What follows belongs to an exercise in optimizing a design on an open flow for small area and a short achievable clock period; a production flow would make more cautious choices. Function was checked by simulation only, so behaviour that the tests miss may differ from the original. Power figures rest on the tool's default switching activity, not on a simulated workload.

== main ==
Design mce_core, start of the top module:
module mce_core (
    input  wire         clk,
    input  wire         rst,             
    input  wire         arm,             
    input  wire         stop,            
    input  wire         issue_en,        
    input  wire [13:0]  start_addr,
    input  wire [39:0]  start_va,
    input  wire [14:0]  cslen,
    input  wire [79:0]  cdm,             
    input  wire [255:0] lreg,            
    input  wire [15:1]  cmap_latch,      
    input  wire         hflag,
    input  wire         lclr,
    input  wire [15:1]  cond_in,
    input  wire         fail_any_in,
    input  wire         fail_all_in,
    output wire [13:0]  cs_addr,
    input  wire [159:0] cs_word,
    output wire [11:0]  vtt_idx,
    input  wire [39:0]  vtt_data,
    output wire         issue_valid,
    output wire [39:0]  issue_va,
    output wire [5:0]   issue_tset,
    output wire [3:0]   issue_lset,
    output wire [2:0]   issue_thr,
    output wire         issue_gate,
    output wire         issue_trig,
    output wire         issue_mark,
    output wire [7:0]   issue_evt,
    output wire [3:0]   issue_pmu,
    output wire [3:0]   issue_dacq,
    output wire         busy,
    output wire         waiting,
    output wire [13:0]  upc,
    output wire [39:0]  va,
    output wire [3:0]   lsp,
    output wire [4:0]   rsp,
    output wire [3:0]   flags,
    output wire [17:0]  latches,         
    output wire [3:0]   stopcause,
    output wire [13:0]  faddr,
    output wire         evt_stopflt,
    output wire         evt_cs_parity,
    output wire         evt_wait_to,
    output wire [31:0]  csparerr,
    output wire [31:0]  waitto,
    input  wire [2:0]   cnt_sel,
    output wire [31:0]  cnt_q
);
For scale: ~8100 cells after synthesis.
clock: 15.0 ns
lec_check: 0
cap_margin: 30
core_margin: 2
core_utilization: 40
slew_margin: 30
synth_hierarchical: 1
tns_end_percent: 0
standard.sh (not shown) runs the stock make flow with config.mk's settings and CLKGATE_MAP_FILE= SYNTH_SCRIPT=/design/flow/synth_recipe.tcl, a recipe that flattens the netlist after the stock synthesis.
==> flow/flow/run.sh <==
#!/bin/bash
# Standard layout (the standard.sh) with these changes to how it is made:
#  - synthesis: the standard flow's script, but the top module mce_core, whose logic is
#    not timing-critical, is mapped by ABC for area (synth_own.tcl); the
#    critical submodules keep ORFS's speed mapping;
#  - port buffers use the smallest buffer cell;
#  - timing repair aims for more setup slack than the clock period needs;
#  - clock tree: larger sink clusters, no dummy loads.
# Each tool's full output stays in its own log under orfs/logs/; make's output
# goes to flow_make.log in this folder.
set -euo pipefail
export OWN_FLOW_DIR="$PWD/flow"
export OWN_AREA_MODULES="mce_core"
bash standard.sh \
  "SYNTH_SCRIPT=$PWD/flow/synth_own.tcl" \
  "BUFFER_PORTS_ARGS=-buffer_cell sky130_fd_sc_hd__buf_1" \
  SETUP_SLACK_MARGIN=8 \
  "CTS_ARGS=-sink_clustering_enable -repair_clock_nets -dont_use_dummy_load -sink_clustering_size 24 -sink_clustering_max_diameter 100" \
  finish > flow_make.log 2>&1
Other scripts of this flow, unchanged in this note and not shown: flow/flow/abc_area.script, flow/flow/synth_own.tcl
The inputs of the feature branch differ from those of main as listed below.
diff --git a/flow/design.v b/flow/design.v
--- a/flow/design.v
+++ b/flow/design.v
@@ -112,48 +112,49 @@
         reg [31:0] oh;
         begin
             oh = 32'd1 << code;
             latch_of = {oh[18:17], oh[15:1]} & il;
         end
     endfunction
     wire        has_wait  = |f_wsel;
     wire        wait_seen = cond[f_wsel] ^ f_wpol;
     wire        timed_out = has_wait & ~wait_seen & (|f_wto) & (wcnt_q == f_wto);
     wire        final_iss = ~has_wait | wait_seen | timed_out;
     assign vtt_idx = f_imm[11:0];
     wire [39:0] word_va, va_after;
+    wire [31:0] cnt_lsel;                    
     mce_va_add u_va_add (
         .va_q(va_q), .vtt_data(vtt_data), .imm(f_imm), .lsel(f_lsel), .cnt(cnt_flat),
-        .vop(f_vop[2:0]), .word_va(word_va), .va_after(va_after));
+        .vop(f_vop[2:0]), .cnt_l(cnt_lsel), .word_va(word_va), .va_after(va_after));
     wire        lsp_empty = (lsp_q == 4'd0);
     wire        lsp_full  = lsp_q[3];
     wire        rsp_empty = (rsp_q == 5'd0);
     wire        rsp_full  = rsp_q[4];
     wire [2:0]  ltop  = lsp_q[2:0] - 3'd1;
     wire [3:0]  rtop  = rsp_q[3:0] - 4'd1;
     wire [2:0]  t_ctr = ls_ctr[ltop];
     wire        bm_multi = (f_bmode >= 3'd1) & (f_bmode <= 3'd4);
     wire        bm_ret   = (f_bmode == 3'd5);
     wire        bm_call  = (f_bmode == 3'd6);
     wire        bm_loop  = (f_bmode == 3'd7);
     wire        lop_wr, lop_begin, lop_brk, same, tc_one, tc_zero;
     wire [31:0] val_a, val_b;
     wire        cn_op_imm  = (f_lop == 4'd1) | (f_lop == 4'd2) | (f_lop == 4'd5);
     wire        cn_op_lreg = (f_lop == 4'd3) | (f_lop == 4'd4) | (f_lop == 4'd6);
     wire        cn_op_dec  = (f_lop == 4'd7);
     wire        cn_op_inc  = (f_lop == 4'd8);
     assign lop_begin = (f_lop >= 4'd1) & (f_lop <= 4'd4);
     assign lop_brk   = (f_lop == 4'd9);
     assign lop_wr    = cn_op_imm | cn_op_lreg | cn_op_dec | cn_op_inc;
-    wire [31:0] cn_c_l    = cnt_flat[32*f_lsel +: 32];
+    wire [31:0] cn_c_l    = cnt_lsel;
     wire [31:0] cn_lreg_l = lreg[32*f_lsel +: 32];
     wire [31:0] cn_c_t    = cnt_flat[32*t_ctr +: 32];
     wire        cn_cl_z   = (cn_c_l == 32'd0);
     wire        cn_cl_1   = (cn_c_l == 32'd1);
     wire        cn_cl_2   = (cn_c_l == 32'd2);
     wire        cn_cl_m   = &cn_c_l;
     wire [31:0] cn_src    = cn_op_imm ? {14'd0, f_imm} : cn_op_lreg ? cn_lreg_l : cn_c_l;
     wire [31:0] cn_s_m1   = cn_src - 32'd1;
     wire [31:0] cn_s_m2   = {cn_src[31:1] - 31'd1, cn_src[0]};
     wire [31:0] cn_s_p1   = cn_src + 32'd1;
     wire [31:0] cn_lop_val = cn_op_dec ? (cn_cl_z ? cn_src : cn_s_m1) :
                              cn_op_inc ? (cn_cl_m ? cn_src : cn_s_p1) : cn_src;
@@ -373,37 +374,37 @@
             assign slice_par[g] = ^{w[19*g +: 19], w[152 + g]};
         end
     endgenerate
     assign bad = |slice_par;
 endmodule
 module mce_va_add (
     input  wire [39:0]  va_q,
     input  wire [39:0]  vtt_data,
     input  wire [17:0]  imm,
     input  wire [2:0]   lsel,
     input  wire [255:0] cnt,
     input  wire [2:0]   vop,
+    output wire [31:0]  cnt_l,
     output wire [39:0]  word_va,
     output wire [39:0]  va_after
 );
     wire        is_idx  = vop[2] & vop[1];
     wire        is_rel  = vop[2] & vop[0];
     wire        sel_vtt = vop[1];
     wire        inc     = (vop == 3'd0) | (vop == 3'd2) | is_rel | is_idx;
-    wire [31:0] cnt_l;
     wire [7:0]  oh;
-    mce_dec u_dec (.sel(lsel), .vop(vop), .oh(oh));
+    mce_dec u_dec (.sel(lsel), .oh(oh));
     mce_cmux u_cmux (.oh(oh), .cnt(cnt), .q(cnt_l));
     wire [39:0] add_a   = sel_vtt ? vtt_data : va_q;
-    wire [39:0] add_b   = {8'd0, cnt_l} | ({40{is_rel}} & {{22{imm[17]}}, imm});
+    wire [39:0] add_b   = ({40{is_idx}} & {8'd0, cnt_l}) | ({40{is_rel}} & {{22{imm[17]}}, imm});
     wire [39:0] pg_p [0:6];
     wire [39:0] pg_g [0:6];
     assign pg_p[0] = add_a ^ add_b;
     assign pg_g[0] = add_a & add_b;
     genvar g, b;
     generate
         for (g = 0; g < 6; g = g + 1) begin : g_ks
             for (b = 0; b < 40; b = b + 1) begin : g_bit
                 if (b >= (1 << g)) begin : g_op
                     assign pg_g[g + 1][b] = pg_g[g][b] | (pg_p[g][b] & pg_g[g][b - (1 << g)]);
                     assign pg_p[g + 1][b] = pg_p[g][b] & pg_p[g][b - (1 << g)];
                 end else begin : g_pass
@@ -411,31 +412,30 @@
                     assign pg_p[g + 1][b] = pg_p[g][b];
                 end
             end
         end
     endgenerate
     wire [39:0] cy0 = {pg_g[6][38:0], 1'b0};
     wire [39:0] cy1 = {pg_g[6][38:0] | pg_p[6][38:0], 1'b1};
     assign word_va  = pg_p[0] ^ cy0;
     assign va_after = pg_p[0] ^ (inc ? cy1 : cy0);
 endmodule
 module mce_dec (
     input  wire [2:0]   sel,
-    input  wire [2:0]   vop,
     output wire [7:0]   oh
 );
     genvar i;
     generate
         for (i = 0; i < 8; i = i + 1) begin : g_oh
-            assign oh[i] = vop[2] & vop[1] & (sel == i);
+            assign oh[i] = (sel == i);
         end
     endgenerate
 endmodule
 module mce_cmux (
     input  wire [7:0]   oh,
     input  wire [255:0] cnt,
     output reg  [31:0]  q
 );
     integer i;
     always @(*) begin
         q = 32'd0;
         for (i = 0; i < 8; i = i + 1)
[summary]
main ended with every stage complete and zero timing, DRC or antenna violations.
The feature branch did not stop at any stage, and its layout met the timing, DRC and antenna checks.
The feature branch — post-detailed-placement half-perimeter wirelength 4.7% lower, main as reference
Going from main to the feature branch, wire length reported by the detailed router went down; relative contribution of the clock network to total power fell 1.9 points; total global routing track utilization lost 2.2 points; number of clock buffers in the layout went up by about 1.1%.
Run comparison: main library cell contributing the largest single delay on the critical path o21ai_0; the feature branch library cell contributing the largest single delay on the critical path o32a_1
Per the comparison of the feature branch with main, overall die width shrank by about 0.74%, area of the die shrank by 1.5%, die height shrank by about 0.74%, post-route fraction of the period consumed by the critical path grew by 0.38 points, utilization held steady.

separate check: timing with driven ports:
The flow's constraints put no driver on any port. The routed layouts listed below were extracted and timed again, unchanged, in two steps.
Step 1: set_driving_cell puts a clkbuf_16 on clk and a buf_2 on each other input, an assumption about the parent block.
Step 2 adds t to the input delays and takes it off the output delays; t is the mean of the earliest and latest rising clock arrival at the registers after step 1. Input paths then give back, and output paths get back, about the clock's delay inside the block.
Three values: ideal, step 1, step 2; two values: the first two.
| run | t, ns | slack for setup (ns) | worst setup path after step 2 | slew at the worst register clock pin (ns) | pins driven straight from the clock port |
|---|---|---|---|---|---|
| main | 0.838 | 5.465 / 5.354 / 4.689 | input to register | 0.11 / 0.11 | 1 |
| the feature branch | 0.847 | 5.409 / 4.990 / 4.990 | input to output | 0.11 / 0.11 | 1 |
After both steps every run listed still meets setup and hold. The setup slack of main, which loses most, moves by -0.111 ns with the drivers and by -0.776 ns with both steps.
